Source: an optimization exercise on an open RTL-to-GDS flow (aim: small area, a short achievable clock period and few clock cycles per item). Production flows keep margins and buffers that such runs may drop.
At most, simulation tests tie the RTL to the original design; equivalence was not proved.
Only the layout flow was run in runs 4 to 7; the RTL was not checked for function there.
Power and IR drop assume default switching activity.

## flow/design.v (module list and top-level ports; edited modules follow where they fit)
// module brimet_mul24: 968 lines
// module brimet_fa: 4 lines
// module brimet_add48: 188 lines
// module brimet_cadd49: 195 lines
// module brimet_alu: 336 lines
// module brimet_cmp31: 34 lines
module brimet_alu (
    input  wire        clk,
    input  wire        rst,
    input  wire        in_valid,
    input  wire [7:0]  in_op,
    input  wire [13:0] in_imm,
    input  wire [31:0] in_a,
    input  wire [7:0]  in_aq,
    input  wire [31:0] in_b,
    input  wire [7:0]  in_bq,
    input  wire [31:0] in_d,
    input  wire [7:0]  in_dq,
    output reg         out_valid,
    output reg  [31:0] out_val,
    output reg  [7:0]  out_q
);
  // ...
==> flow/flow/run.sh <==
#!/bin/bash
# Standard ORFS layout of the design at the design's clock period and
# constraints. Changes: a larger setup margin for repair_timing, so that the
# resizer also works on paths well inside the clock period, and port buffers
# of a plain buffer cell (every input and output port still gets one).
set -euo pipefail
bash standard.sh SETUP_SLACK_MARGIN=27.9 'BUFFER_PORTS_ARGS=-buffer_cell sky130_fd_sc_hd__buf_1' finish > standard_flow.log 2>&1
==> flow/standard.sh <==
#!/bin/bash
# synth_recipe.tcl (not shown) runs the flow's synth.tcl, then flattens the netlist and writes it again
# the make line also repeats each setting of config.mk as NAME=value (left out here)
make -C /OpenROAD-flow-scripts/flow DESIGN_CONFIG=/design/flow/config.mk WORK_HOME=/design/flow/orfs CLKGATE_MAP_FILE= SYNTH_SCRIPT=/design/flow/synth_recipe.tcl "${@:-finish}"
==> flow/config.mk <==
export PLATFORM = sky130hd
export DESIGN_NAME = brimet_alu
export DESIGN_NICKNAME = brimet_alu
export VERILOG_FILES = /design/flow/design.v
export SDC_FILE = /design/flow/constraint.sdc
export NUM_CORES = 4
export LEC_CHECK = 0
export CAP_MARGIN = 0
export CORE_MARGIN = 2
export CORE_UTILIZATION = 62
export PLACE_DENSITY = 0.72
export SLEW_MARGIN = 0
export SYNTH_HIERARCHICAL = 1
export SYNTH_MINIMUM_KEEP_SIZE = 0
==> flow/constraint.sdc <==
create_clock -name core_clock -period 36.0 [get_ports {clk}]
set_input_delay 7.2000 -clock core_clock [delete_from_list [all_inputs] [get_ports {clk}]]
set_output_delay 7.2000 -clock core_clock [all_outputs]
set_load 0.01 [all_outputs]
==> impl_metrics.yaml, run 1 <==
critical_path:
  crit_path_end: "out_q[2]"
  cp-startpoint: "out_q[2]"
  slowest_delay_ps: 310
  reg2reg_to: "s1_mc[4]"
  rr_worst_depth: 30
  rrSetupSlack_ps: 28120
outcome:
  status: "complete, no violations"
layout:
  area_delta_synth_final_pct: 7.60
  fin_util: 0.672
  finalNonFillerCells: 5628
  non_clock_buffer_count: 259
  layout_commonest_cell: "xnor2_1"
  antenna_cells: 1
sta:
  timing.hold.ws_ps: 324
  clock_skew_ps: 44.2
  hold_violations: 0
  fin_setup_tns_ps: 0
  timing.final.crit_period_ps: 8230
  rsz0062_at_grt: "true"
route:
  wl_per_cell_um: 24.0
  wl_met3_um: 13900
  drc_errors: 0
power:
  p_clk_uw: 450
  p_switching_mw: 2.67
  top_power_group: "combinational cells"
  leakagePower_nw: 18.2
  p_seq_uw: 561
  p_per_area_nw_per_um2: 110
  p_comb_frac: 0.791
  p_int_mw: 2.17
clocking:
  cts_buffer_depth: 3
  cts_setup_buffers: 2
  cts_tree: "done"
  cts_buffers: 41
  cts_sinks: 383
  insertion_delay_ps: 610
logic_synthesis:
  yosys_warnings: 7
floorplanning:
  ios: 186
global_route:
  first_global_vias: 34700
  antenna_found_initial: 1
  track_usage: 0.388
  busiest_layer: "met2"
placement:
  pre_cts_ws_ps: 26920
Testbench counts, summed over its fixed seeds: cycles 48,032, ops 48,000.
==> run 2: changes to the inputs <==
--- a/flow/config.mk
+++ b/flow/config.mk
@@ -6,9 +6,8 @@
 export NUM_CORES = 4
 export LEC_CHECK = 0
-export CAP_MARGIN = 0
+export CAP_MARGIN = 20
 export CORE_MARGIN = 2
-export CORE_UTILIZATION = 62
-export PLACE_DENSITY = 0.72
-export SLEW_MARGIN = 0
+export CORE_UTILIZATION = 50
+export SLEW_MARGIN = 20
 export SYNTH_HIERARCHICAL = 1
 export SYNTH_MINIMUM_KEEP_SIZE = 0
==> run 2 against run 1 <==
  * Highest routed layer is now met5
  * Largest power group unchanged
  * Clock power grew 4.9%
  * Synthesized cell count is the same
  * Cell count grew 3.9%
  * Combinational power shrank 4%
  * Sequential cell count is the same
==> impl_metrics.yaml, run 2 <==
outcome:
  status: "complete, no violations"
power:
  leakagePower_nw: 18.2
  p_per_area_nw_per_um2: 106
  ir_worst_vdd_mv: 0.585
critical_path:
  startpoint_type: "register"
  slowest_delay_ps: 310
  reg2reg_to: "s1_mc[19]"
  crit_family: "flip-flops"
  cp-startpoint: "out_val[26]"
  crit_buf_inv: 1
  arrival_ps: 1040
  rr_worst_depth: 30
  regToRegStartpoint: "s0_a[0]"
  path_cells: "buf_2"
  critical_path_class: "register to output pin"
  cp.required_ps: 28800
  path_max_fanout: 1
  end_kind: "output pin"
  crit_slowest_cell: "dfxtp_1"
  rrSetupSlack_ps: 28240
sta:
  finalCritPeriodShare: 0.229
  clock_skew_ps: 21.2
  worst_pin_slew_ps: 1040
  fin_setup_tns_ps: 0
  rsz0062_at_grt: "true"
  final_max_slew_viol_count: 0
  timing.fmax_mhz: 121
  relSlewSlack: 0.298
  timing.hold.ws_ps: 318
  timing.final.crit_period_ps: 8240
  setup_violations: 0
  hold_violations: 0
layout:
  layout_commonest_cell: "xnor2_1"
  fin_nets: 5409
  finalNonFillerCells: 5846
  largest-register: "s2_mag"
  multi_input_area_um2: 31400
  antenna_cells: 0
  largest_register_ffs: 75
  fin_util: 0.544
  final_area_um2: 44400
  area_delta_synth_final_pct: 8.31
  drive_gt1_frac: 0.102
  largestRegisters: "s2_mag: 75 flops, s1_p: 48 flops"
  fill_cells: 7551
  layout_common_cells: "xnor2_1 (379), dfxtp_1 (367), fa_1 (317), a21oi_1 (316), nand2_1 (310)"
  seq_area_um2: 7690
clocking:
  cts_sinks: 383
  clk_pin_slew_ps: 60
  hold_buffers: 0
  cts_buffer_depth: 3
  cts_tree: "done"
  cts_buffers: 47
  insertion_delay_ps: 610
  root_buffer: "clkbuf_16"
  h-tree-depth: 2
route:
  avgViaCountPerCell: 6.27
  wirelength_um: 137000
  wl_per_cell_um: 23.5
  postRouteAntennaNets: 0
  firstDrtPassIters: 6
  vias: 36700
  detail_route.iter0.violations: 3571
  drc_errors: 0
floorplanning:
  die_h_um: 290
  rows: 105
  dieArea_um2: 84300
  fp.dieW_um: 290
  core-area_um2: 81600
  initial_utilization: 0.502
  ios: 186
min_path:
  min_path_cells: 0
  hold_path_end: "s2_fma"
  hold_path.class: "register to register"
  min_from: "s1_fma"
logic_synthesis:
  synthCells: 4707
  syn_area_um2: 41000
  yosys_warnings: 7
  synth.avg_cell_area_um2: 8.71
placement:
  dp_cells: 5751
  port_buffers: 180
  post_dp_cell_area_um2: 42300
  dp_hpwl_um: 107000
  gp_congestion: 0.987
global_route:
  first_global_vias: 34800
  grt_max_degree: 76
  track_usage: 0.318
  grt_overflow: 0
  grt_pass1_wl_um: 210000
  antenna_found_initial: 7
flow_run:
  cap_violations: 0
## run 2: timing repair
| action | in CTS | in global routing |
|---|---|---|
| gates cloned | 0 | 0 |
| resized for setup | 73 | 86 |
| setup buffers | 2 | 8 |
| pin swaps | 1 | 3 |
| endpoints found under the setup margin | 120 | 124 |
## run 2: cell type report
type                       count  area share
tap                         1070      0.0302
multi-input combinational   3828       0.708
sequential                   383       0.173
timing repair buffer         266      0.0333
inverter                     214      0.0201
clock inverter                23     0.00550
clock buffer                  62      0.0298
## run 2: power by group
group | switching (mW) | total (mW) | internal, mW
clock | 0.196 | 0.472 | 0.276
combinational | 2.29 | 3.66 | 1.37
sequential | 0.0327 | 0.560 | 0.527
total | 2.51 | 4.69 | 2.18
## run 2: per-stage QoR
| step | worst slack [ps] | total power [mW] |
|---|---|---|
| 2_1_floorplan | 28070 | 2.74 |
| 3_3_place_gp | 27020 | 4.02 |
| 3_5_place_dp | 27030 | 4.06 |
| 4_1_cts | 27720 | 4.57 |
| 5_1_grt | 27720 | 5.13 |
| 6_report | 27760 | 4.69 |
## run 2: worst max path at each step
| stage | endpoint | cells after the start | slack, ps |
|---|---|---|---|
| final | out_val[26] | 1 | 27760 |
| after global routing | out_q[6] | 1 | 27720 |
| after floorplan | s0_as | 2 | 28070 |
| after global placement | out_val[17] | 30 | 27020 |
| after detailed placement | out_val[17] | 30 | 27030 |
| after CTS | out_q[0] | 1 | 27720 |
## run 2: per-layer routing
layer	global-route usage	part of all wire	up-vias
li1	-	-	17100
met4	0.109	0.037	2
met3	0.0560	0.086	280
met5	0	0.000087	-
met2	0.494	0.44	1628
met1	0.447	0.44	17700
==> run 3: changes to the inputs <==
--- a/flow/flow/run.sh
+++ b/flow/flow/run.sh
@@ -5,3 +5,3 @@
 # of a plain buffer cell (every input and output port still gets one).
 set -euo pipefail
-bash standard.sh SETUP_SLACK_MARGIN=27.9 'BUFFER_PORTS_ARGS=-buffer_cell sky130_fd_sc_hd__buf_1' finish > standard_flow.log 2>&1
+bash standard.sh SETUP_SLACK_MARGIN=27.78 'BUFFER_PORTS_ARGS=-buffer_cell sky130_fd_sc_hd__buf_1' finish > standard_flow.log 2>&1
--- a/flow/config.mk
+++ b/flow/config.mk
@@ -6,8 +6,9 @@
 export NUM_CORES = 4
 export LEC_CHECK = 0
-export CAP_MARGIN = 20
+export CAP_MARGIN = 0
 export CORE_MARGIN = 2
-export CORE_UTILIZATION = 50
-export SLEW_MARGIN = 20
+export CORE_UTILIZATION = 62
+export PLACE_DENSITY = 0.72
+export SLEW_MARGIN = 0
 export SYNTH_HIERARCHICAL = 1
 export SYNTH_MINIMUM_KEEP_SIZE = 0
==> run 3 against run 2 <==
  * Global-route usage grew 7.0 points
  * Sequential cell count did not move
  * Cell count fell by 3.7%
  * Fmax hardly changed
  * Highest routed layer is now met4
  * Clock power fell by 4.7%
==> impl_metrics.yaml, run 3 <==
outcome:
  status: "complete, no violations"
logic_synthesis:
  yosys_warnings: 7
  synthCells: 4707
  syn_area_um2: 41000
  synth.avg_cell_area_um2: 8.71
clocking:
  cts_buffer_depth: 3
  insertion_delay_ps: 600
  cts_sinks: 383
  h-tree-depth: 2
  cts_tree: "done"
  cts_buffers: 41
  root_buffer: "clkbuf_16"
  clk_pin_slew_ps: 60
layout:
  layout_commonest_cell: "xnor2_1"
  layout_common_cells: "xnor2_1 (379), dfxtp_1 (362), a21oi_1 (318), fa_1 (317), nand2_1 (310)"
  largest-register: "s2_mag"
  fin_nets: 5400
  largestRegisters: "s2_mag: 75 flops, s1_p: 48 flops"
  area_delta_synth_final_pct: 7.22
  largest_register_ffs: 75
  fill_cells: 5512
  fin_util: 0.670
  drive_gt1_frac: 0.0985
min_path:
  hold_path.class: "register to register"
critical_path:
  path_cells: "buf_2"
  startpoint_type: "register"
  rr_worst_depth: 18
  end_kind: "output pin"
  reg2reg_to: "s1_p[46]"
  crit_family: "flip-flops"
  regToRegStartpoint: "s0_as"
  cp-startpoint: "out_q[2]"
  rrSetupSlack_ps: 27980
  crit_buf_inv: 1
  critical_path_class: "register to output pin"
  slowest_delay_ps: 310
  arrival_ps: 1030
  cp.required_ps: 28800
  worst-path-stages: 1
  path_max_fanout: 1
  crit_path_end: "out_q[2]"
  crit_slowest_cell: "dfxtp_1"
floorplanning:
  rows: 94
  dieArea_um2: 68200
  ios: 186
  die_h_um: 261
  fp.dieW_um: 261
  initial_utilization: 0.625
  core-area_um2: 65600
global_route:
  first_global_vias: 34700
  grt_pass1_wl_um: 205000
  antenna_found_initial: 2
  grt_max_degree: 79
  track_usage: 0.388
  grt_overflow: 0
sta:
  fin_setup_tns_ps: 0
  timing.final.crit_period_ps: 8230
  hold_violations: 0
  clock_skew_ps: 41.7
  final_max_slew_viol_count: 0
  setup_violations: 0
  worst_pin_slew_ps: 1060
  timing.fmax_mhz: 121
  relSlewSlack: 0.289
  finalCritPeriodShare: 0.229
  rsz0062_at_grt: "true"
route:
  detail_route.iter0.violations: 4382
  wirelength_um: 135000
  vias: 37100
  drc_errors: 0
  avgViaCountPerCell: 6.58
  postRouteAntennaNets: 0
  firstDrtPassIters: 7
  wl_per_cell_um: 24.0
flow_run:
  cap_violations: 0
power:
  p_per_area_nw_per_um2: 110
  ir_worst_vdd_mv: 0.864
  leakagePower_nw: 18.2
placement:
  dp_hpwl_um: 104000
  gp_congestion: 1.01
  port_buffers: 180
run 3: changes by cell type in the layout (fill, tap and decap cells not counted), moves of 4 or more:
| cell | previous run | this run |
|---|---|---|
| buf_2 | 29 | 24 |
| buf_4 | 80 | 76 |
| buf_6 | 17 | 21 |
| clkbuf_16 | 47 | 41 |
| clkinvlp_4 | 11 | 6 |
| dfxtp_1 | 367 | 362 |
| dfxtp_2 | 16 | 21 |
| nor2b_1 | 140 | 145 |
| o21ai_1 | 30 | 26 |
run 3: layer usage:
layer / routed length [um] / GRT usage
met5: 0 / 0
met4: 6400 / 0.170
met1: 56100 / 0.536
met2: 58200 / 0.582
met3: 14100 / 0.0880
run 3: layout make-up:
cell class                 count  area (um^2)  share of cell area
antenna                        2         5.00            0.000114
inverter                     214          873              0.0199
timing repair inverter         1         5.00            0.000114
clock buffer                  50         1120              0.0255
timing repair buffer         260         1450              0.0330
sequential                   383         7690               0.175
tap                          864         1080              0.0246
multi-input combinational   3830        31400               0.714
clock inverter                25          345             0.00786
run 3: what timing repair did:
item | 4_1_cts | 5_1_grt
endpoints found under the setup margin | 112 | 185
setup buffers | 2 | 7
gates resized for setup | 69 | 76
pin swaps | 1 | 2
hold buffers | 0 | 0
cloned | 1 | 2
run 3: worst min-delay path by stage:
| stage | start | end | slack [ps] | depth (start not counted) |
|---|---|---|---|---|
| 2_1_floorplan | s1_bad | s2_bad | 310 | 0 |
| 3_3_place_gp | s1_q[4] | s2_q[4] | 310 | 0 |
| 3_5_place_dp | s1_tb[2] | s2_tb[2] | 310 | 0 |
| 4_1_cts | s1_q[4] | s2_q[4] | 320 | 0 |
| 5_1_grt | s1_q[4] | s2_q[4] | 330 | 0 |
| 6_report | s1_q[4] | s2_q[4] | 320 | 0 |
run 3: stage by stage:
stage / power (mW) / hold slack [ps] / setup WS [ps] / instance area [um^2] / instances
floorplan: 2.74 / 310 / 28070 / 41000 / 4717
global placement: 4.04 / 310 / 26950 / 42000 / 5540
detailed placement: 4.12 / 312 / 26920 / 42000 / 5540
CTS: 4.63 / 325 / 27740 / 43600 / 5618
global route: 5.12 / 332 / 27560 / 43900 / 5627
finish: 4.82 / 323 / 27770 / 43900 / 5629
run 3: power breakdown:
part           switching (mW)  internal [mW]  leakage (nW)  total [mW]
clock                   0.188          0.262         0.705       0.450
sequential             0.0334          0.528          3.17       0.561
combinational            2.44           1.37          14.3        3.81
==> module brimet_cmp31, before the edit <==
module brimet_cmp31 (
    input  wire [30:0] x,
    input  wire [30:0] y,
    output wire        lt,
    output wire        gt
);
    wire [31:0] l0 = {1'b0, ~x & y};
    wire [31:0] g0 = {1'b0, x & ~y};
    wire [15:0] l1, g1;
    wire [7:0]  l2, g2;
    wire [3:0]  l3, g3;
    wire [1:0]  l4, g4;
    genvar i;
    generate
        for (i = 0; i < 16; i = i + 1) begin : a1
            assign l1[i] = l0[2*i+1] | (~g0[2*i+1] & l0[2*i]);
            assign g1[i] = g0[2*i+1] | (~l0[2*i+1] & g0[2*i]);
        end
        for (i = 0; i < 8; i = i + 1) begin : a2
            assign l2[i] = l1[2*i+1] | (~g1[2*i+1] & l1[2*i]);
            assign g2[i] = g1[2*i+1] | (~l1[2*i+1] & g1[2*i]);
        end
        for (i = 0; i < 4; i = i + 1) begin : a3
            assign l3[i] = l2[2*i+1] | (~g2[2*i+1] & l2[2*i]);
            assign g3[i] = g2[2*i+1] | (~l2[2*i+1] & g2[2*i]);
        end
        for (i = 0; i < 2; i = i + 1) begin : a4
            assign l4[i] = l3[2*i+1] | (~g3[2*i+1] & l3[2*i]);
            assign g4[i] = g3[2*i+1] | (~l3[2*i+1] & g3[2*i]);
        end
    endgenerate
    assign lt = l4[1] | (~g4[1] & l4[0]);
    assign gt = g4[1] | (~l4[1] & g4[0]);
endmodule
==> run 4: changes to the inputs <==
--- a/flow/design.v
+++ b/flow/design.v
@@ -1696,30 +1696,6 @@
     output wire        gt
 );
-    wire [31:0] l0 = {1'b0, ~x & y};
-    wire [31:0] g0 = {1'b0, x & ~y};
-    wire [15:0] l1, g1;
-    wire [7:0]  l2, g2;
-    wire [3:0]  l3, g3;
-    wire [1:0]  l4, g4;
-    genvar i;
-    generate
-        for (i = 0; i < 16; i = i + 1) begin : a1
-            assign l1[i] = l0[2*i+1] | (~g0[2*i+1] & l0[2*i]);
-            assign g1[i] = g0[2*i+1] | (~l0[2*i+1] & g0[2*i]);
-        end
-        for (i = 0; i < 8; i = i + 1) begin : a2
-            assign l2[i] = l1[2*i+1] | (~g1[2*i+1] & l1[2*i]);
-            assign g2[i] = g1[2*i+1] | (~l1[2*i+1] & g1[2*i]);
-        end
-        for (i = 0; i < 4; i = i + 1) begin : a3
-            assign l3[i] = l2[2*i+1] | (~g2[2*i+1] & l2[2*i]);
-            assign g3[i] = g2[2*i+1] | (~l2[2*i+1] & g2[2*i]);
-        end
-        for (i = 0; i < 2; i = i + 1) begin : a4
-            assign l4[i] = l3[2*i+1] | (~g3[2*i+1] & l3[2*i]);
-            assign g4[i] = g3[2*i+1] | (~l3[2*i+1] & g3[2*i]);
-        end
-    endgenerate
-    assign lt = l4[1] | (~g4[1] & l4[0]);
-    assign gt = g4[1] | (~l4[1] & g4[0]);
+    wire [31:0] d = {1'b0, x} - {1'b0, y};
+    assign lt = d[31];
+    assign gt = ~d[31] & (x != y);
 endmodule
--- a/flow/flow/run.sh
+++ b/flow/flow/run.sh
@@ -5,3 +5,3 @@
 # of a plain buffer cell (every input and output port still gets one).
 set -euo pipefail
-bash standard.sh SETUP_SLACK_MARGIN=27.78 'BUFFER_PORTS_ARGS=-buffer_cell sky130_fd_sc_hd__buf_1' finish > standard_flow.log 2>&1
+bash standard.sh SETUP_SLACK_MARGIN=27.9 'BUFFER_PORTS_ARGS=-buffer_cell sky130_fd_sc_hd__buf_1' finish > standard_flow.log 2>&1
--- a/flow/config.mk
+++ b/flow/config.mk
@@ -9,4 +9,5 @@
 export CORE_MARGIN = 2
 export CORE_UTILIZATION = 62
+export CTS_BUF_LIST = sky130_fd_sc_hd__clkbuf_8
 export PLACE_DENSITY = 0.72
 export SLEW_MARGIN = 0
==> run 4 against run 3 <==
  * Still clean on timing, DRC and antenna
  * Die area hardly changed
  * Critical path depth stayed put
  * Clock-buffer cell count is 35 higher
  * Critical path type unchanged
==> impl_metrics.yaml, run 4 <==
critical_path:
  startpoint_type: "register"
  crit_family: "flip-flops"
  end_kind: "output pin"
  cp.required_ps: 28800
  path_cells: "buf_6"
  arrival_ps: 1150
  slowest_delay_ps: 330
  critical_path_class: "register to output pin"
  crit_buf_inv: 1
  path_max_fanout: 1
  crit_slowest_cell: "dfxtp_2"
layout:
  largestRegisters: "s2_mag: 75 flops, s1_p: 48 flops"
  largest-register: "s2_mag"
  fin_util: 0.686
  area_delta_synth_final_pct: 9.73
  fin_nets: 5544
  layout_common_cells: "xnor2_1 (379), dfxtp_1 (355), nor2_1 (319), fa_1 (317), a21oi_1 (306)"
  largest_register_ffs: 75
  final_area_um2: 45000
  finalNonFillerCells: 5733
  layout_commonest_cell: "xnor2_1"
  drive_gt1_frac: 0.121
power:
  leakagePower_nw: 19.1
  p_switching_mw: 2.82
  p_comb_frac: 0.802
  ir_worst_vdd_mv: 0.817
  pwr-share-seq: 0.110
  p_per_area_nw_per_um2: 113
  swShare: 0.556
  clkPwrFrac: 0.089
  p_int_mw: 2.26
placement:
  dp_cells: 5544
  dp_hpwl_um: 106000
  gp_congestion: 0.993
  port_buffers: 180
  post_dp_cell_area_um2: 41900
clocking:
  hold_buffers: 0
  cts_tree: "done"
  clk_pin_slew_ps: 70
  cts_buffers: 68
  root_buffer: "clkbuf_8"
  cts_buffer_depth: 3
  cts_sinks: 383
  h-tree-depth: 3
  insertion_delay_ps: 700
sta:
  finalCritPeriodShare: 0.232
  timing.final.crit_period_ps: 8350
  hold_violations: 0
  final_max_slew_viol_count: 0
  setup_violations: 0
  clock_skew_ps: 35.6
  relSlewSlack: 0.198
  timing.hold.ws_ps: 325
  worst_pin_slew_ps: 1190
  timing.fmax_mhz: 120
  fin_setup_tns_ps: 0
  rsz0062_at_grt: "true"
floorplanning:
  die_h_um: 261
  ios: 186
  dieArea_um2: 68200
  rows: 94
  core-area_um2: 65600
  initial_utilization: 0.625
  fp.dieW_um: 261
global_route:
  track_usage: 0.402
  antenna_found_initial: 6
  grt_overflow: 0
  grt_max_degree: 80
  first_global_vias: 35600
  grt_pass1_wl_um: 210000
route:
  vias: 38200
  wirelength_um: 141000
  postRouteAntennaNets: 0
  firstDrtPassIters: 9
  avgViaCountPerCell: 6.66
  detail_route.iter0.violations: 4886
  wl_per_cell_um: 24.6
  drc_errors: 0
logic_synthesis:
  synthCells: 4722
  synth.avg_cell_area_um2: 8.69
  yosys_warnings: 7
  syn_area_um2: 41000
outcome:
  status: "complete, no violations"
flow_run:
  cap_violations: 0
min_path:
  hold_path.class: "register to register"
## run 4: worst paths after layout
kind	slack (ps)	from	cells after the start	endpoint
worst max-delay path	27650	out_val[7]	1	out_val[7]
worst min-delay path	330	s1_fma	0	s2_fma
worst max register to register	28030	s2_mag[11]	36	out_val[1]
worst min register to register	330	s1_fma	0	s2_fma
## run 4: repair_timing
| action | 4_1_cts | 5_1_grt |
|---|---|---|
| gates cloned | 8 | 4 |
| pin swaps | 5 | 19 |
| endpoints found under the setup margin | 174 | 189 |
| buffers inserted | 19 | 32 |
| resized for setup | 130 | 142 |
## run 4: cell type report
type                            count  area, um^2
Clock buffer                       85        1170
Timing Repair inverter              1        5.00
Tap cell                          864        1080
Multi-Input combinational cell   3808       31700
Inverter                          248        1080
Timing Repair Buffer              303        1940
Fill cell                        5507       20600
Antenna cell                        3        7.51
Clock inverter                     38         352
Sequential cell                   383        7700
## run 4: per-stage QoR
stage	total power, mW	worst slack (ps)
6_report	5.08	27650
5_1_grt	5.44	27500
4_1_cts	4.78	27630
3_5_place_dp	4.26	24910
3_3_place_gp	4.17	24930
2_1_floorplan	2.78	28070
## run 4: power by group through the flow
stage / combinational [mW] / clock [mW] / sequential, mW
3_5_place_dp: 3.69 / 0 / 0.564
6_report: 4.08 / 0.450 / 0.557
5_1_grt: 4.40 / 0.475 / 0.561
4_1_cts: 3.77 / 0.458 / 0.555
2_1_floorplan: 2.23 / 0 / 0.550
3_3_place_gp: 3.61 / 0 / 0.563
## run 4: per-layer routing
layer | GRT usage | wire, um | vias up
met5 | 0 | 9 | -
met4 | 0.179 | 7360 | 2
met3 | 0.118 | 17500 | 470
met2 | 0.590 | 59100 | 2351
met1 | 0.548 | 56900 | 18100
li1 | - | - | 17300
==> module brimet_alu, before the edit <==
module brimet_alu (
    input  wire        clk,
    input  wire        rst,
    input  wire        in_valid,
    input  wire [7:0]  in_op,
    input  wire [13:0] in_imm,
    input  wire [31:0] in_a,
    input  wire [7:0]  in_aq,
    input  wire [31:0] in_b,
    input  wire [7:0]  in_bq,
    input  wire [31:0] in_d,
    input  wire [7:0]  in_dq,
    output reg         out_valid,
    output reg  [31:0] out_val,
    output reg  [7:0]  out_q
);
    localparam [7:0] OP_ADD   = 8'h06;
    localparam [7:0] OP_SUB   = 8'h07;
    localparam [7:0] OP_MUL   = 8'h08;
    localparam [7:0] OP_MAC   = 8'h09;
    localparam [7:0] OP_MIN   = 8'h0B;
    localparam [7:0] OP_MAX   = 8'h0C;
    localparam [7:0] OP_ABS   = 8'h0D;
    localparam [7:0] OP_CLAMP = 8'h0E;
    localparam [7:0] OP_SEL   = 8'h10;
    localparam [7:0] OP_QUAL  = 8'h1D;
    localparam [31:0] QNAN      = 32'h7FC0_0000;
    localparam [7:0]  Q_GOOD    = 8'hC0;
    localparam [7:0]  Q_UNCERT  = 8'h40;
    localparam [7:0]  Q_OVERRNG = 8'h03;
    function [1:0] qclass;
        input [7:0] q;
        begin
            qclass = (q[7:6] == 2'b11) ? 2'd3 : (q[7:6] == 2'b01) ? 2'd1 : 2'd0;
        end
    endfunction
    function is_nan;
        input [31:0] v;
        begin
            is_nan = (v[30:23] == 8'hFF) && (v[22:0] != 23'd0);
        end
    endfunction
    function finite;
        input [31:0] v;
        begin
            finite = (v[30:23] != 8'hFF);
        end
    endfunction
    function [31:0] flush;
        input [31:0] v;
        begin
            flush = (v[30:23] == 8'd0) ? {v[31], 31'd0} : v;
        end
    endfunction
    function ge_half;
        input [31:0] v;
        begin
            ge_half = !v[31] && !is_nan(v) && (v[30:0] >= 31'h3F00_0000);
        end
    endfunction
    function [31:0] fkey;
        input [31:0] v;
        begin
            fkey = v[31] ? ~v : {1'b1, v[30:0]};
        end
    endfunction
    reg        s0_valid;
    reg [7:0]  s0_op;
    reg        s0_as;
    reg [2:0]  s0_qsel;
    reg [5:0]  s0_qsub;
    reg [31:0] s0_a, s0_b, s0_d;
    reg [7:0]  s0_aq, s0_bq, s0_dq;
    always @(posedge clk) begin
        if (rst)
            s0_valid <= 1'b0;
        else
            s0_valid <= in_valid;
        s0_op   <= in_op;
        s0_as   <= (in_op[7:1] == 7'b0000011);    
        s0_qsel <= in_imm[2:0];
        s0_qsub <= in_imm[13:8];
        s0_a    <= in_a;
        s0_b    <= in_b;
        s0_d    <= in_d;
        s0_aq   <= in_aq;
        s0_bq   <= in_bq;
        s0_dq   <= in_dq;
    end
    wire op_add   = (s0_op == OP_ADD);
    wire op_sub   = (s0_op == OP_SUB);
    wire op_mul   = (s0_op == OP_MUL);
    wire op_mac   = (s0_op == OP_MAC);
    wire op_min   = (s0_op == OP_MIN);
    wire op_max   = (s0_op == OP_MAX);
    wire op_abs   = (s0_op == OP_ABS);
    wire op_clamp = (s0_op == OP_CLAMP);
    wire op_sel   = (s0_op == OP_SEL);
    wire op_qual  = (s0_op == OP_QUAL);
    wire op_as    = s0_as;
    wire op_fma   = op_as | op_mul | op_mac;
    wire [7:0]  ea  = s0_a[30:23];
    wire [7:0]  eb  = op_as ? 8'd127 : s0_b[30:23];
    wire [7:0]  ec  = op_as ? s0_b[30:23] : op_mac ? s0_d[30:23] : 8'd0;
    wire [22:0] fc  = op_mac ? s0_d[22:0] : s0_b[22:0];
    wire        az  = (ea == 8'd0);
    wire        bz  = (eb == 8'd0);
    wire        cz  = (ec == 8'd0);
    wire [23:0] ma  = {1'b1, s0_a[22:0]};
    wire [23:0] mb  = op_as ? 24'h80_0000 : {1'b1, s0_b[22:0]};
    wire [23:0] mc  = cz ? 24'd0 : {1'b1, fc};
    wire        sp  = s0_a[31] ^ (s0_b[31] & ~op_as);
    wire        sc  = op_add ? s0_b[31] : op_sub ? ~s0_b[31] : op_mac ? s0_d[31] : 1'b1;
    wire        pz  = az | bz;
    wire [47:0] prod;
    brimet_mul24 u_mul (
        .a(ma),
        .b(mb),
        .p(prod)
    );
    wire signed [10:0] xab  = $signed({3'd0, ea}) + $signed({3'd0, eb}) - 11'sd100;
    wire signed [10:0] rraw = xab - $signed({3'd0, ec});
    reg  [6:0]  rsh;
    reg  signed [9:0] tb;
    always @* begin
        if (pz) begin
            rsh = 7'd0;
            tb  = $signed({2'd0, ec});
        end else if (cz) begin
            rsh = 7'd127;
            tb  = xab[9:0];
        end else if (rraw < 11'sd0) begin
            rsh = 7'd0;
            tb  = $signed({2'd0, ec});
        end else begin
            rsh = (rraw > 11'sd127) ? 7'd127 : rraw[6:0];
            tb  = xab[9:0];
        end
    end
    wire [7:0]  nlow = {1'b0, rsh} - 8'd51;
    reg  [23:0] lowmask;
    integer k;
    always @* begin
        for (k = 0; k < 24; k = k + 1)
            lowmask[k] = (rsh > 7'd51) && (nlow > k);
    end
    wire stk = |(mc & lowmask);
    wire        da_lt, da_gt, tb_lt, tb_gt;
    brimet_cmp31 u_cmp1 (.x(s0_d[30:0]), .y(s0_a[30:0]), .lt(da_lt), .gt(da_gt));
    wire        da_ge = (s0_d[31] != s0_a[31]) ? s0_a[31] : s0_d[31] ? ~da_gt : ~da_lt;
    wire        t_d   = op_qual | (op_clamp & da_ge);
    wire [31:0] t_v   = t_d ? s0_d : s0_a;
    brimet_cmp31 u_cmp2 (.x(t_v[30:0]), .y(s0_b[30:0]), .lt(tb_lt), .gt(tb_gt));
    wire        tb_le = (t_v[31] != s0_b[31]) ? t_v[31] : t_v[31] ? ~tb_lt : ~tb_gt;
    wire        d_ge  = ge_half(s0_d);
    wire        a_ge  = ge_half(s0_a);
    wire        pick_t = op_sel ? d_ge : (op_abs | op_qual) ? 1'b1 : (tb_le ^ op_max);
    wire [31:0] r_v    = pick_t ? t_v : s0_b;
    wire        op_mm  = op_min | op_max | op_clamp | op_abs;
    wire        op_byp = op_mm | op_sel | op_qual;
    wire        r_sub  = op_mm & (r_v[30:23] == 8'd0);
    wire [31:0] o_v    = {r_v[31] & ~op_abs, r_v[30:23], r_v[22:0] & {23{~r_sub}}} & {32{op_byp}};
    wire [1:0] ca = qclass(s0_aq);
    wire [1:0] cb = qclass(s0_bq);
    wire [1:0] cd = qclass(s0_dq);
    wire op_two  = op_add | op_sub | op_mul | op_min | op_max;
    wire q_0     = op_qual & (s0_qsel == 3'd0);
    wire q_1     = op_qual & (s0_qsel == 3'd1);
    wire q_2     = op_qual & (s0_qsel == 3'd2);
    wire q_3     = op_qual & (s0_qsel != 3'd0) & (s0_qsel != 3'd1) & (s0_qsel != 3'd2);
    wire use_a   = op_two | op_mac | op_clamp | (op_sel & d_ge) | op_abs | q_0 | q_1;
    wire use_b   = op_two | op_mac | op_clamp | (op_sel & ~d_ge) | q_0;
    wire use_d   = op_mac | op_clamp | op_sel | q_2 | q_3;
    wire d_first = op_clamp | op_sel;
    wire d_ba    = d_first ? (cd <= ca) : (cd < ca);
    wire d_bb    = d_first ? (cd <= cb) : (cd < cb);
    wire pick_d  = use_d & (~use_a | d_ba) & (~use_b | d_bb);
    wire pick_a  = ~pick_d & use_a & (~use_b | (ca <= cb));
    wire pick_b  = ~pick_d & ~pick_a & use_b;
    wire q2_unc  = q_2 & (s0_dq == Q_GOOD) & (s0_aq != Q_GOOD);
    wire q3_sub  = q_3 & a_ge;
    wire [7:0] o_q = q2_unc ? Q_UNCERT :
                     q3_sub ? {2'b00, s0_qsub} :
                     pick_d ? s0_dq :
                     pick_a ? s0_aq :
                     pick_b ? s0_bq : Q_GOOD;
    reg        o_bad;
    always @* begin
        o_bad = 1'b0;
        case (s0_op)
            OP_ADD, OP_SUB, OP_MUL: o_bad = !finite(s0_a) || !finite(s0_b);
            OP_MAC:   o_bad = !finite(s0_a) || !finite(s0_b) || !finite(s0_d);
            OP_MIN, OP_MAX: o_bad = is_nan(s0_a) || is_nan(s0_b) || !finite(r_v);
            OP_ABS:   o_bad = !finite(s0_a);
            OP_CLAMP: o_bad = is_nan(s0_d) || is_nan(s0_a) || is_nan(s0_b) ||
                              !finite(t_v) || !finite(r_v);
            OP_SEL:   o_bad = !finite(r_v);
            default:  o_bad = 1'b0;
        endcase
    end
    reg        s1_valid;
    reg        s1_fma;
    reg        s1_bad;
    reg [7:0]  s1_q;
    reg [47:0] s1_p;
    reg [23:0] s1_mc;
    reg [6:0]  s1_rsh;
    reg        s1_stk;
    reg signed [9:0] s1_tb;
    reg        s1_sp, s1_sc, s1_zs, s1_pz;
    always @(posedge clk) begin
        if (rst)
            s1_valid <= 1'b0;
        else
            s1_valid <= s0_valid;
        s1_fma <= op_fma;
        s1_bad <= o_bad;
        s1_q   <= o_q;
        s1_p   <= prod;
        s1_mc  <= op_fma ? mc : o_v[23:0];
        s1_rsh <= op_fma ? rsh : 7'd51;
        s1_stk <= op_fma & stk;
        s1_tb  <= op_fma ? tb : {2'b00, o_v[31:24]};
        s1_sp  <= op_fma & sp;
        s1_sc  <= op_fma & sc;
        s1_zs  <= pz & cz & sp & sc;
        s1_pz  <= pz | ~op_fma;
    end
    wire [24:0] al1 = s1_rsh[0] ? {1'b0, s1_mc} : {s1_mc, 1'b0};           
    wire [26:0] al2 = s1_rsh[1] ? {2'b0, al1} : {al1, 2'b0};               
    wire [30:0] al3 = s1_rsh[2] ? {4'b0, al2} : {al2, 4'b0};               
    wire [38:0] al4 = s1_rsh[3] ? {8'b0, al3} : {al3, 8'b0};               
    wire [54:0] al5 = s1_rsh[4] ? {16'b0, al4} : {al4, 16'b0};             
    wire [74:0] al6 = s1_rsh[5] ? {32'b0, al5[54:12]} : {al5, 20'b0};      
    wire [74:0] aw  = (s1_rsh[6] ? {64'b0, al6[74:64]} : al6) | {74'd0, s1_stk};
    wire        esub = s1_sp ^ s1_sc;
    wire [48:0] pw   = {s1_p, 1'b0} & {49{~s1_pz}};
    wire [48:0] lo0, lo1;
    wire        c0, c1;
    brimet_cadd49 u_add (
        .x (aw[48:0]),
        .y (esub ? ~pw : pw),
        .s0(lo0),
        .s1(lo1),
        .c0(c0),
        .c1(c1)
    );
    wire [25:0] hi     = aw[74:49];
    wire        hi_z   = (hi == 26'd0);
    wire        neg    = esub & ~c1 & hi_z;
    wire [25:0] hi_pm  = hi + {{25{esub}}, 1'b1};
    wire        hi_cy  = esub ? ~c1 : c0;
    wire [25:0] hi_r   = hi_cy ? hi_pm : hi;
    wire [74:0] mag    = {hi_r & {26{~neg}}, (esub & ~neg) ? lo1 : (lo0 ^ {49{neg}})};
    wire        rs  = neg ? s1_sp : s1_sc;
    reg        s2_valid;
    reg        s2_fma;
    reg        s2_bad;
    reg [7:0]  s2_q;
    reg [74:0] s2_mag;
    reg signed [9:0] s2_tb;
    reg        s2_rs, s2_zs;
    always @(posedge clk) begin
        if (rst)
            s2_valid <= 1'b0;
        else
            s2_valid <= s1_valid;
        s2_fma <= s1_fma;
        s2_bad <= s1_bad;
        s2_q   <= s1_q;
        s2_mag <= mag;
        s2_tb  <= s1_tb;
        s2_rs  <= rs;
        s2_zs  <= s1_zs;
    end
    wire [74:0] m0  = s2_mag;
    wire        z64 = ~|m0[74:11];
    wire [74:0] n1  = z64 ? {m0[10:0], 64'd0} : m0;                         
    wire        z32 = ~|n1[74:43];
    wire [55:0] n2  = z32 ? {n1[42:0], 13'd0} : n1[74:19];                  
    wire        k32 = ~z32 & (|n1[18:0]);
    wire        z16 = ~|n2[55:40];
    wire [39:0] n3  = z16 ? n2[39:0] : n2[55:16];                           
    wire        k16 = ~z16 & (|n2[15:0]);
    wire        z8  = ~|n3[39:32];
    wire [31:0] n4  = z8 ? n3[31:0] : n3[39:8];                             
    wire        k8  = ~z8 & (|n3[7:0]);
    wire        z4  = ~|n4[31:28];
    wire [27:0] n5  = z4 ? n4[27:0] : n4[31:4];                             
    wire        k4  = ~z4 & (|n4[3:0]);
    wire        z2  = ~|n5[27:26];
    wire [25:0] n6  = z2 ? n5[25:0] : n5[27:2];                             
    wire        k2  = ~z2 & (|n5[1:0]);
    wire        z1  = ~n6[25];
    wire [24:0] n7  = z1 ? n6[24:0] : n6[25:1];                             
    wire        k1  = ~z1 & n6[0];
    wire        t24 = k32 | k16 | k8 | k4 | k2 | k1;
    wire [6:0]  lz  = {z64, z32, z16, z8, z4, z2, z1};
    wire signed [9:0] te = s2_tb - $signed({3'd0, lz});
    wire        te_pos = (te >= 10'sd1);
    wire        te_0   = (te == 10'sd0);
    wire [23:0] m24 = n7[24:1];
    wire        g24 = n7[0];
    wire        i24 = g24 & (t24 | m24[0]);
    wire [24:0] r25 = {1'b0, m24} + {24'd0, i24};
    wire signed [9:0] fe = te + $signed({9'd0, r25[24]});
    wire [7:0]  fe8 = fe[7:0];
    reg [31:0] fr;
    reg        ovf;
    always @* begin
        ovf = 1'b0;
        if (!n7[24]) begin
            fr = {s2_zs, 31'd0};
        end else if (te_pos) begin
            if (fe >= 10'sd255) begin
                ovf = 1'b1;
                fr  = QNAN;
            end else begin
                fr = {s2_rs, fe8, r25[24] ? 23'd0 : r25[22:0]};
            end
        end else if (te_0 && (&n7[24:2]) && n7[1]) begin
            fr = {s2_rs, 8'd1, 23'd0};
        end else begin
            fr = {s2_rs, 31'd0};
        end
    end
    wire bad = s2_bad | (s2_fma & ovf);
    always @(posedge clk) begin
        if (rst)
            out_valid <= 1'b0;
        else
            out_valid <= s2_valid;
        out_val <= bad ? QNAN : s2_fma ? fr : {s2_tb[7:0], s2_mag[23:0]};
        out_q   <= bad ? Q_OVERRNG : s2_q;
    end
endmodule
==> run 5: changes to the inputs <==
--- a/flow/design.v
+++ b/flow/design.v
@@ -1354,4 +1354,109 @@
     assign c1 = gc[48] | pc[48];
 endmodule
+module brimet_inc24 (
+    input  wire [23:0] x,
+    input  wire        ci,
+    output wire [23:0] s,
+    output wire        co
+);
+    wire pa1 = x[1] & x[0];
+    wire pa2 = x[3] & x[2];
+    wire pa3 = x[5] & x[4];
+    wire pa4 = x[7] & x[6];
+    wire pa5 = x[9] & x[8];
+    wire pa6 = x[11] & x[10];
+    wire pa7 = x[13] & x[12];
+    wire pa8 = x[15] & x[14];
+    wire pa9 = x[17] & x[16];
+    wire pa10 = x[19] & x[18];
+    wire pa11 = x[21] & x[20];
+    wire pa12 = x[23] & x[22];
+    wire pa13 = pa2 & pa1;
+    wire pa14 = pa4 & pa3;
+    wire pa15 = pa6 & pa5;
+    wire pa16 = pa8 & pa7;
+    wire pa17 = pa10 & pa9;
+    wire pa18 = pa12 & pa11;
+    wire pa19 = pa14 & pa13;
+    wire pa20 = pa16 & pa15;
+    wire pa21 = pa18 & pa17;
+    wire pa22 = pa20 & pa19;
+    wire pa23 = pa21 & pa22;
+    wire pa24 = pa15 & pa19;
+    wire pa25 = pa17 & pa22;
+    wire pa26 = pa3 & pa13;
+    wire pa27 = pa5 & pa19;
+    wire pa28 = pa7 & pa24;
+    wire pa29 = pa9 & pa22;
+    wire pa30 = pa11 & pa25;
+    wire pa31 = x[2] & pa1;
+    wire pa32 = x[4] & pa13;
+    wire pa33 = x[6] & pa26;
+    wire pa34 = x[8] & pa19;
+    wire pa35 = x[10] & pa27;
+    wire pa36 = x[12] & pa24;
+    wire pa37 = x[14] & pa28;
+    wire pa38 = x[16] & pa22;
+    wire pa39 = x[18] & pa29;
+    wire pa40 = x[20] & pa25;
+    wire pa41 = x[22] & pa30;
+    wire [23:0] pc = {pa23, pa41, pa30, pa40, pa25, pa39, pa29, pa38, pa22, pa37, pa28, pa36, pa24, pa35, pa27, pa34, pa19, pa33, pa26, pa32, pa13, pa31, pa1, x[0]};
+    assign s  = x ^ ({pc[22:0], 1'b1} & {24{ci}});
+    assign co = pc[23] & ci;
+endmodule
+module brimet_inc26 (
+    input  wire [25:0] x,
+    input  wire        ci,
+    output wire [25:0] s,
+    output wire        co
+);
+    wire pa1 = x[1] & x[0];
+    wire pa2 = x[3] & x[2];
+    wire pa3 = x[5] & x[4];
+    wire pa4 = x[7] & x[6];
+    wire pa5 = x[9] & x[8];
+    wire pa6 = x[11] & x[10];
+    wire pa7 = x[13] & x[12];
+    wire pa8 = x[15] & x[14];
+    wire pa9 = x[17] & x[16];
+    wire pa10 = x[19] & x[18];
+    wire pa11 = x[21] & x[20];
+    wire pa12 = x[23] & x[22];
+    wire pa13 = x[25] & x[24];
+    wire pa14 = pa2 & pa1;
+    wire pa15 = pa4 & pa3;
+    wire pa16 = pa6 & pa5;
+    wire pa17 = pa8 & pa7;
+    wire pa18 = pa10 & pa9;
+    wire pa19 = pa12 & pa11;
+    wire pa20 = pa15 & pa14;
+    wire pa21 = pa17 & pa16;
+    wire pa22 = pa19 & pa18;
+    wire pa23 = pa21 & pa20;
+    wire pa24 = pa22 & pa23;
+    wire pa25 = pa16 & pa20;
+    wire pa26 = pa18 & pa23;
+    wire pa27 = pa3 & pa14;
+    wire pa28 = pa5 & pa20;
+    wire pa29 = pa7 & pa25;
+    wire pa30 = pa9 & pa23;
+    wire pa31 = pa11 & pa26;
+    wire pa32 = pa13 & pa24;
+    wire pa33 = x[2] & pa1;
+    wire pa34 = x[4] & pa14;
+    wire pa35 = x[6] & pa27;
+    wire pa36 = x[8] & pa20;
+    wire pa37 = x[10] & pa28;
+    wire pa38 = x[12] & pa25;
+    wire pa39 = x[14] & pa29;
+    wire pa40 = x[16] & pa23;
+    wire pa41 = x[18] & pa30;
+    wire pa42 = x[20] & pa26;
+    wire pa43 = x[22] & pa31;
+    wire pa44 = x[24] & pa24;
+    wire [25:0] pc = {pa32, pa44, pa24, pa43, pa31, pa42, pa26, pa41, pa30, pa40, pa23, pa39, pa29, pa38, pa25, pa37, pa28, pa36, pa20, pa35, pa27, pa34, pa14, pa33, pa1, x[0]};
+    assign s  = x ^ ({pc[24:0], 1'b1} & {26{ci}});
+    assign co = pc[25] & ci;
+endmodule
 module brimet_alu (
     input  wire        clk,
@@ -1604,5 +1709,8 @@
     wire        hi_z   = (hi == 26'd0);
     wire        neg    = esub & ~c1 & hi_z;
-    wire [25:0] hi_pm  = hi + {{25{esub}}, 1'b1};
+    wire [25:0] hi_pi;
+    wire        hi_pc;
+    brimet_inc26 u_hinc (.x(hi ^ {26{esub}}), .ci(1'b1), .s(hi_pi), .co(hi_pc));
+    wire [25:0] hi_pm  = hi_pi ^ {26{esub}};
     wire        hi_cy  = esub ? ~c1 : c0;
     wire [25:0] hi_r   = hi_cy ? hi_pm : hi;
@@ -1658,5 +1766,6 @@
     wire        g24 = n7[0];
     wire        i24 = g24 & (t24 | m24[0]);
-    wire [24:0] r25 = {1'b0, m24} + {24'd0, i24};
+    wire [24:0] r25;
+    brimet_inc24 u_rinc (.x(m24), .ci(i24), .s(r25[23:0]), .co(r25[24]));
     wire signed [9:0] fe = te + $signed({9'd0, r25[24]});
     wire [7:0]  fe8 = fe[7:0];
--- a/flow/config.mk
+++ b/flow/config.mk
@@ -9,5 +9,4 @@
 export CORE_MARGIN = 2
 export CORE_UTILIZATION = 62
-export CTS_BUF_LIST = sky130_fd_sc_hd__clkbuf_8
 export PLACE_DENSITY = 0.72
 export SLEW_MARGIN = 0
==> run 5 against run 4 <==
  * Still clean
  * Sequential power about the same
  * Fmax increased by 1.6%
  * Global-route usage decreased by 1.7 points
  * Synthesized area decreased by 1.8%
  * Critical path depth unchanged
  * Clock skew decreased by 6.6 ps
  * Non-clock buffer count increased by 23
  * Sequential share of layout area increased by 0.20 points
  * Synthesized cell count decreased by 2.5%
  * Worst setup slack improved by 130 ps
  * Largest cell class unchanged
==> impl_metrics.yaml, run 5 <==
route:
  wl_per_cell_um: 24.1
  vias: 36400
  wirelength_um: 135000
  detail_route.iter0.violations: 4070
  firstDrtPassIters: 6
  drc_errors: 0
  postRouteAntennaNets: 0
  avgViaCountPerCell: 6.52
sta:
  finalCritPeriodShare: 0.228
  setup_slack_ps: 27780
  timing.fmax_mhz: 122
  relSlewSlack: 0.210
  clock_skew_ps: 29.0
  setup_violations: 0
  worst_pin_slew_ps: 1170
  timing.hold.ws_ps: 327
  rsz0062_at_grt: "true"
  final_max_slew_viol_count: 0
  timing.final.crit_period_ps: 8220
  hold_violations: 0
  fin_setup_tns_ps: 0
global_route:
  grt_overflow: 0
  track_usage: 0.385
  grt_pass1_wl_um: 200000
  grt_max_degree: 82
  first_global_vias: 33900
  antenna_found_initial: 2
layout:
  largest_register_ffs: 75
  drive_gt1_frac: 0.119
  layout_commonest_cell: "xnor2_1"
  finalNonFillerCells: 5590
  layout_common_cells: "xnor2_1 (439), dfxtp_1 (360), nor2_1 (325), fa_1 (315), o22ai_1 (268)"
  final_area_um2: 44500
  area_delta_synth_final_pct: 10.4
  largest-register: "s2_mag"
  fin_util: 0.691
  fin_nets: 5409
  largestRegisters: "s2_mag: 75 flops, s1_p: 48 flops"
  antenna_cells: 0
placement:
  post_dp_cell_area_um2: 41200
  gp_congestion: 1.00
  dp_cells: 5416
  port_buffers: 180
  pre_cts_ws_ps: 24850
  dp_hpwl_um: 102000
critical_path:
  path_cells: "buf_6"
  end_kind: "output pin"
  cp.required_ps: 28800
  rrSetupSlack_ps: 27980
  path_max_fanout: 1
  slowest_delay_ps: 320
  startpoint_type: "register"
  arrival_ps: 1020
  crit_slowest_cell: "dfxtp_2"
  critical_path_class: "register to output pin"
  crit_family: "flip-flops"
  crit_buf_inv: 1
clocking:
  h-tree-depth: 2
  root_buffer: "clkbuf_16"
  insertion_delay_ps: 590
  cts_buffer_depth: 3
  cts_buffers: 42
  clk_pin_slew_ps: 60
  cts_tree: "done"
  cts_sinks: 383
floorplanning:
  rows: 93
  ios: 186
  dieArea_um2: 67000
  initial_utilization: 0.626
  fp.dieW_um: 259
  core-area_um2: 64300
  die_h_um: 259
logic_synthesis:
  yosys_warnings: 7
  synth.avg_cell_area_um2: 8.75
  synthCells: 4602
  syn_area_um2: 40300
power:
  p_per_area_nw_per_um2: 109
  ir_worst_vdd_mv: 0.813
  total_power_mw: 4.86
  leakagePower_nw: 18.7
min_path:
  hold_path.class: "register to register"
flow_run:
  cap_violations: 0
outcome:
  status: "complete, no violations"
-- run 5: layout make-up --
class	instances	area, um^2
timing repair inverter	4	27.5
timing repair buffer	326	2110
tap	855	1070
multi-input combinational	3689	31000
inverter	256	1080
sequential	383	7700
clock buffer	54	1170
fill	5260	19900
clock inverter	23	272
-- run 5: what timing repair did --
item | CTS | global route
hold buffers | 0 | 0
setup endpoints to repair | 147 | 163
resized for setup | 129 | 137
pin swaps | 6 | 22
buffers inserted | 13 | 66
endpoints found under the hold margin | 0 | 0
cloned | 7 | 11
-- run 5: routing by layer --
layer / wire length [um] / part of all wire / track usage / up-vias
met1: 55500 / 0.41 / 0.528 / 17300
met2: 58200 / 0.43 / 0.586 / 2046
met5: 0 / 0 / 0 / -
li1: - / - / - / 16700
met4: 6650 / 0.049 / 0.161 / 0
met3: 14100 / 0.10 / 0.0869 / 373
-- run 5: where the power goes --
group,total [mW],switching [mW],internal [mW]
clock,0.439,0.184,0.255
combinational,3.86,2.41,1.46
sequential,0.558,0.0309,0.527
-- run 5: final timing paths --
kind	from	to	cells after the start
worst max-delay path	out_val[31]	out_val[31]	1
worst min-delay path	s1_q[3]	s2_q[3]	0
worst max register to register	s2_mag[52]	out_val[23]	34
worst min register to register	s1_q[3]	s2_q[3]	0
==> run 6: changes to the inputs <==
--- a/flow/config.mk
+++ b/flow/config.mk
@@ -9,4 +9,6 @@
 export CORE_MARGIN = 2
 export CORE_UTILIZATION = 62
+export CTS_CLUSTER_DIAMETER = 60
+export CTS_CLUSTER_SIZE = 30
 export PLACE_DENSITY = 0.72
 export SLEW_MARGIN = 0
==> run 6 against run 5 <==
  * Still clean on timing, DRC and antenna
  * Worst setup slack got worse by 62 ps
  * Total power down 0.86%
  * Synthesized area unchanged
  * Worst hold slack worse by 1.6 ps
  * Wire length shrank 0.19%
  * Cell count down 0.54%
  * Critical path depth unchanged
  * Die area unchanged
  * Critical endpoint is now out_val[29]
==> impl_metrics.yaml, run 6 <==
outcome:
  status: "complete, no violations"
sta:
  final_max_slew_viol_count: 0
  timing.final.crit_period_ps: 8280
  relSlewSlack: 0.218
  fin_setup_tns_ps: 0
  finalCritPeriodShare: 0.230
  setup_violations: 0
  hold_violations: 0
  worst_pin_slew_ps: 1170
  clock_skew_ps: 42.0
  setup_slack_ps: 27720
  timing.fmax_mhz: 121
  rsz0062_at_grt: "true"
flow_run:
  cap_violations: 0
layout:
  layout_common_cells: "xnor2_1 (439), dfxtp_1 (358), nor2_1 (326), fa_1 (316), o22ai_1 (268)"
  largestRegisters: "s2_mag: 75 flops, s1_p: 48 flops"
  fill_cells: 5274
  largest-register: "s2_mag"
  layout_commonest_cell: "xnor2_1"
  largest_register_ffs: 75
  drive_gt1_frac: 0.115
  fin_nets: 5388
  antenna_cells: 0
  area_delta_synth_final_pct: 9.95
  final_area_um2: 44300
power:
  p_switching_mw: 2.66
  p_per_area_nw_per_um2: 109
  ir_worst_vdd_mv: 0.818
  pwr-share-seq: 0.116
  p_comb_frac: 0.803
  clkPwrFrac: 0.082
  total_power_mw: 4.82
  p_int_mw: 2.16
  leakagePower_nw: 18.5
  swShare: 0.551
placement:
  dp_hpwl_um: 102000
  pre_cts_ws_ps: 24850
  post_dp_cell_area_um2: 41200
  port_buffers: 180
  gp_congestion: 1.00
floorplanning:
  rows: 93
  initial_utilization: 0.626
  ios: 186
  fp.dieW_um: 259
  die_h_um: 259
  core-area_um2: 64300
  dieArea_um2: 67000
global_route:
  track_usage: 0.384
  first_global_vias: 33700
  grt_pass1_wl_um: 200000
  grt_max_degree: 82
  antenna_found_initial: 1
  grt_overflow: 0
clocking:
  cts_sinks: 383
  h-tree-depth: 1
  cts_buffers: 30
  cts_tree: "done"
  clk_pin_slew_ps: 100
  cts_buffer_depth: 3
  hold_buffers: 0
  root_buffer: "clkbuf_16"
  insertion_delay_ps: 630
route:
  avgViaCountPerCell: 6.53
  wl_per_cell_um: 24.1
  postRouteAntennaNets: 0
  drc_errors: 0
  firstDrtPassIters: 8
  wirelength_um: 134000
  vias: 36300
  detail_route.iter0.violations: 4291
critical_path:
  crit_buf_inv: 1
  end_kind: "output pin"
  slowest_delay_ps: 330
  path_max_fanout: 1
  crit_family: "flip-flops"
  crit_slowest_cell: "dfxtp_1"
  cp.required_ps: 28800
  critical_path_class: "register to output pin"
  startpoint_type: "register"
  arrival_ps: 1080
  path_cells: "buf_2"
min_path:
  hold_path.class: "register to register"
logic_synthesis:
  yosys_warnings: 7
  syn_area_um2: 40300
  synthCells: 4602
  synth.avg_cell_area_um2: 8.75
-- run 6: final timing paths --
check                   start          end  slack, ps  depth (start not counted)
setup reg to reg   s2_mag[52]  out_val[23]      28040                         30
setup / recovery  out_val[29]  out_val[29]      27720                          1
hold reg to reg       s1_q[7]      s2_q[7]        330                          0
hold / removal        s1_q[7]      s2_q[7]        330                          0
-- run 6: routing by layer --
metal	wire (um)	global-route usage	vias to the layer above	share of wire
met5	13	0	-	0.000097
met4	5860	0.139	2	0.044
met3	14100	0.0829	373	0.11
met2	58800	0.595	2046	0.44
met1	55400	0.530	17200	0.41
li1	-	-	16700	-
-- run 6: area by class of cell --
| type | instances | area, um^2 | share of cell area |
|---|---|---|---|
| multi-input combinational | 3689 | 31100 | 0.701 |
| sequential | 383 | 7700 | 0.174 |
| timing repair buffer | 317 | 2060 | 0.0465 |
| inverter | 256 | 1090 | 0.0247 |
| tap | 855 | 1070 | 0.0242 |
| clock buffer | 31 | 776 | 0.0175 |
| clock inverter | 25 | 495 | 0.0112 |
| timing repair inverter | 4 | 27.5 | 0.000622 |
-- run 6: per-stage QoR --
stage               cells  hold slack (ps)  utilization
detailed placement   5416              313        0.640
finish               5560              325        0.688
CTS                  5494              327        0.669
global route         5560              331        0.688
global placement     5416              311        0.640
floorplan            4614              310            -
-- run 6: power by group through the flow --
stage	clock network, mW	logic (mW)	registers [mW]
6_report	0.393	3.87	0.558
3_5_place_dp	0	3.47	0.564
5_1_grt	0.415	4.23	0.561
4_1_cts	0.399	3.57	0.555
2_1_floorplan	0	2.14	0.550
3_3_place_gp	0	3.39	0.563
-- run 6: repair_timing --
action | CTS | global route
resized for setup | 126 | 149
hold endpoints to repair | 0 | 0
pin swaps | 7 | 29
setup buffers | 15 | 55
gates cloned | 7 | 11
endpoints found under the setup margin | 147 | 163
==> run 7: changes to the inputs <==
--- a/flow/flow/run.sh
+++ b/flow/flow/run.sh
@@ -5,3 +5,3 @@
 # of a plain buffer cell (every input and output port still gets one).
 set -euo pipefail
-bash standard.sh SETUP_SLACK_MARGIN=27.9 'BUFFER_PORTS_ARGS=-buffer_cell sky130_fd_sc_hd__buf_1' finish > standard_flow.log 2>&1
+bash standard.sh SETUP_SLACK_MARGIN=27.78 'BUFFER_PORTS_ARGS=-buffer_cell sky130_fd_sc_hd__buf_1' finish > standard_flow.log 2>&1
--- a/flow/config.mk
+++ b/flow/config.mk
@@ -9,6 +9,4 @@
 export CORE_MARGIN = 2
 export CORE_UTILIZATION = 62
-export CTS_CLUSTER_DIAMETER = 60
-export CTS_CLUSTER_SIZE = 30
 export PLACE_DENSITY = 0.72
 export SLEW_MARGIN = 0
==> run 7 against run 6 <==
  * Still clean
  * Clock skew fell by 14 ps
  * Design area fell by 0.77%
  * Register-to-register slack got worse by 80 ps
  * Sequential share of layout area rose by 0.12 points
  * Total power fell by 6.5%
  * First-iteration DRC count fell by 5.3%
  * Combinational power fell by 8.8%
  * Critical path type unchanged
  * Critical endpoint is now out_q[6]
==> impl_metrics.yaml, run 7 <==
outcome:
  status: "complete, no violations"
min_path:
  hold_path.class: "register to register"
  min_path_cells: 0
power:
  swShare: 0.522
  p_switching_mw: 2.35
  p_int_mw: 2.15
  p_comb_frac: 0.784
  ir_worst_vdd_mv: 0.331
  pwr-share-seq: 0.123
  total_power_mw: 4.50
  p_per_area_nw_per_um2: 103
  leakagePower_nw: 18.4
  clkPwrFrac: 0.093
layout:
  layout_common_cells: "xnor2_1 (439), dfxtp_1 (362), nor2_1 (326), fa_1 (316), o22ai_1 (269)"
  finalNonFillerCells: 5549
  largestRegisters: "s2_mag: 75 flops, s1_p: 48 flops"
  largest-register: "s2_mag"
  drive_gt1_frac: 0.104
  fin_nets: 5369
  layout_commonest_cell: "xnor2_1"
  area_delta_synth_final_pct: 9.10
  largest_register_ffs: 75
critical_path:
  crit_family: "flip-flops"
  slowest_delay_ps: 310
  crit_buf_inv: 1
  reg2reg_to: "out_val[15]"
  crit_path_end: "out_q[6]"
  crit_slowest_cell: "dfxtp_1"
  cp.required_ps: 28800
  regToRegStartpoint: "s2_mag[52]"
  path_cells: "buf_2"
  critical_path_class: "register to output pin"
  worst-path-stages: 1
  end_kind: "output pin"
  path_max_fanout: 1
  startpoint_type: "register"
  cp-startpoint: "out_q[6]"
  rr_worst_depth: 33
  arrival_ps: 1010
  rrSetupSlack_ps: 27960
placement:
  dp_cells: 5420
  gp_congestion: 1.02
  port_buffers: 180
  dp_hpwl_um: 100000
route:
  postRouteAntennaNets: 0
  vias: 36100
  wl_per_cell_um: 23.7
  firstDrtPassIters: 6
  drc_errors: 0
  avgViaCountPerCell: 6.51
  wirelength_um: 132000
  detail_route.iter0.violations: 4064
sta:
  timing.final.crit_period_ps: 8210
  timing.fmax_mhz: 122
  finalCritPeriodShare: 0.228
  timing.hold.ws_ps: 323
  final_max_slew_viol_count: 0
  clock_skew_ps: 27.8
  worst_pin_slew_ps: 1190
  relSlewSlack: 0.209
  setup_violations: 0
  fin_setup_tns_ps: 0
  rsz0062_at_grt: "true"
  hold_violations: 0
floorplanning:
  die_h_um: 259
  ios: 186
  core-area_um2: 64300
  initial_utilization: 0.626
  dieArea_um2: 67000
  fp.dieW_um: 259
  rows: 93
clocking:
  cts_sinks: 383
  hold_buffers: 0
  root_buffer: "clkbuf_16"
  cts_buffer_depth: 3
  clk_pin_slew_ps: 60
  h-tree-depth: 2
  cts_tree: "done"
  cts_buffers: 40
  insertion_delay_ps: 580
logic_synthesis:
  synthCells: 4602
  syn_area_um2: 40300
  yosys_warnings: 7
  synth.avg_cell_area_um2: 8.75
global_route:
  antenna_found_initial: 2
  grt_pass1_wl_um: 197000
  first_global_vias: 33600
  track_usage: 0.379
  grt_overflow: 0
  grt_max_degree: 101
flow_run:
  cap_violations: 0
==> run 7: stage by stage <==
step / setup slack (ps) / area, um^2 / util
2_1_floorplan: 27800 / 40300 / -
3_3_place_gp: 25060 / 41200 / 0.641
3_5_place_dp: 24980 / 41200 / 0.641
4_1_cts: 27760 / 43100 / 0.669
5_1_grt: 27680 / 43900 / 0.683
6_report: 27790 / 43900 / 0.683
==> run 7: worst reg2reg max path, delay by kind of cell (launching register included) <==
family	cells	cell delay, ps
compound gates	9	1770
xor+xnor	1	150
fa+ha+maj	1	170
buf+inv	8	1150
flops	1	350
mux	2	660
simple gates	12	3650
==> run 7: cell type report <==
cell class | instances | area (um^2)
clock inverter | 21 | 249
antenna | 3 | 7.51
sequential | 383 | 7700
clock buffer | 50 | 1090
multi-input combinational | 3684 | 30800
inverter | 256 | 1060
timing repair inverter | 2 | 10.0
tap | 855 | 1070
timing repair buffer | 295 | 1950
fill | 5363 | 20400
==> run 7: worst min path at each step <==
stage	startpoint	end
2_1_floorplan	s1_bad	s2_bad
3_3_place_gp	s1_q[0]	s2_q[0]
3_5_place_dp	s1_q[4]	s2_q[4]
4_1_cts	s1_q[6]	s2_q[6]
5_1_grt	s1_tb[5]	s2_tb[5]
6_report	s1_q[6]	s2_q[6]
==> run 7: layer usage <==
layer	global-route usage	up-vias	wire length [um]
met5	0	-	0
met4	0.163	0	6100
met2	0.571	2017	57300
met1	0.521	17200	54400
met3	0.0880	324	14100
li1	-	16600	-
==> run 7: power by group through the flow <==
stage | combinational, mW | clock [mW] | sequential [mW]
3_5_place_dp | 3.24 | 0 | 0.562
6_report | 3.53 | 0.420 | 0.555
4_1_cts | 3.30 | 0.427 | 0.553
3_3_place_gp | 3.15 | 0 | 0.561
2_1_floorplan | 2.14 | 0 | 0.550
5_1_grt | 3.85 | 0.444 | 0.558
==> run 7: repair_timing <==
item	in CTS	in global routing
resized for setup	119	104
cloned	5	9
pin swaps	4	22
buffers inserted	9	32
endpoints found under the setup margin	146	152

[port drivers added, routing unchanged]
No port has a modelled driver above. Below, the same layouts with a new extraction and two added sets of constraints. Step 1 assumes that a clkbuf_16 drives the clock port and a buf_2 every other input. Step 2 adds t to the input delays and takes it off the output delays; t is the mean of the earliest and latest rising clock arrival at the registers after step 1. Input paths then give back, and output paths get back, about the clock's delay inside the block. a / b / c = no drivers / after step 1 / after step 2; a / b = the first two.
| run | shift t [ns] | setup WS [ns] | worst hold slack (ns) | cell pins on the clock port's net |
|---|---|---|---|---|
| run 1 | 0.649 | 27.770 / 27.704 / 27.880 | 0.324 / 0.324 / 0.324 | 1 |
| run 2 | 0.673 | 27.763 / 27.694 / 27.846 | 0.318 / 0.318 / 0.318 | 1 |
| run 3 | 0.649 | 27.768 / 27.703 / 27.873 | 0.323 / 0.323 / 0.323 | 1 |
| run 4 | 0.748 | 27.654 / 27.588 / 27.843 | 0.325 / 0.325 / 0.325 | 1 |
| run 5 | 0.643 | 27.784 / 27.716 / 27.897 | 0.327 / 0.327 / 0.327 | 1 |
| run 6 | 0.671 | 27.722 / 27.657 / 27.896 | 0.325 / 0.325 / 0.325 | 1 |
| run 7 | 0.636 | 27.788 / 27.720 / 27.894 | 0.323 / 0.323 / 0.323 | 1 |
After both steps every run listed still meets setup and hold.
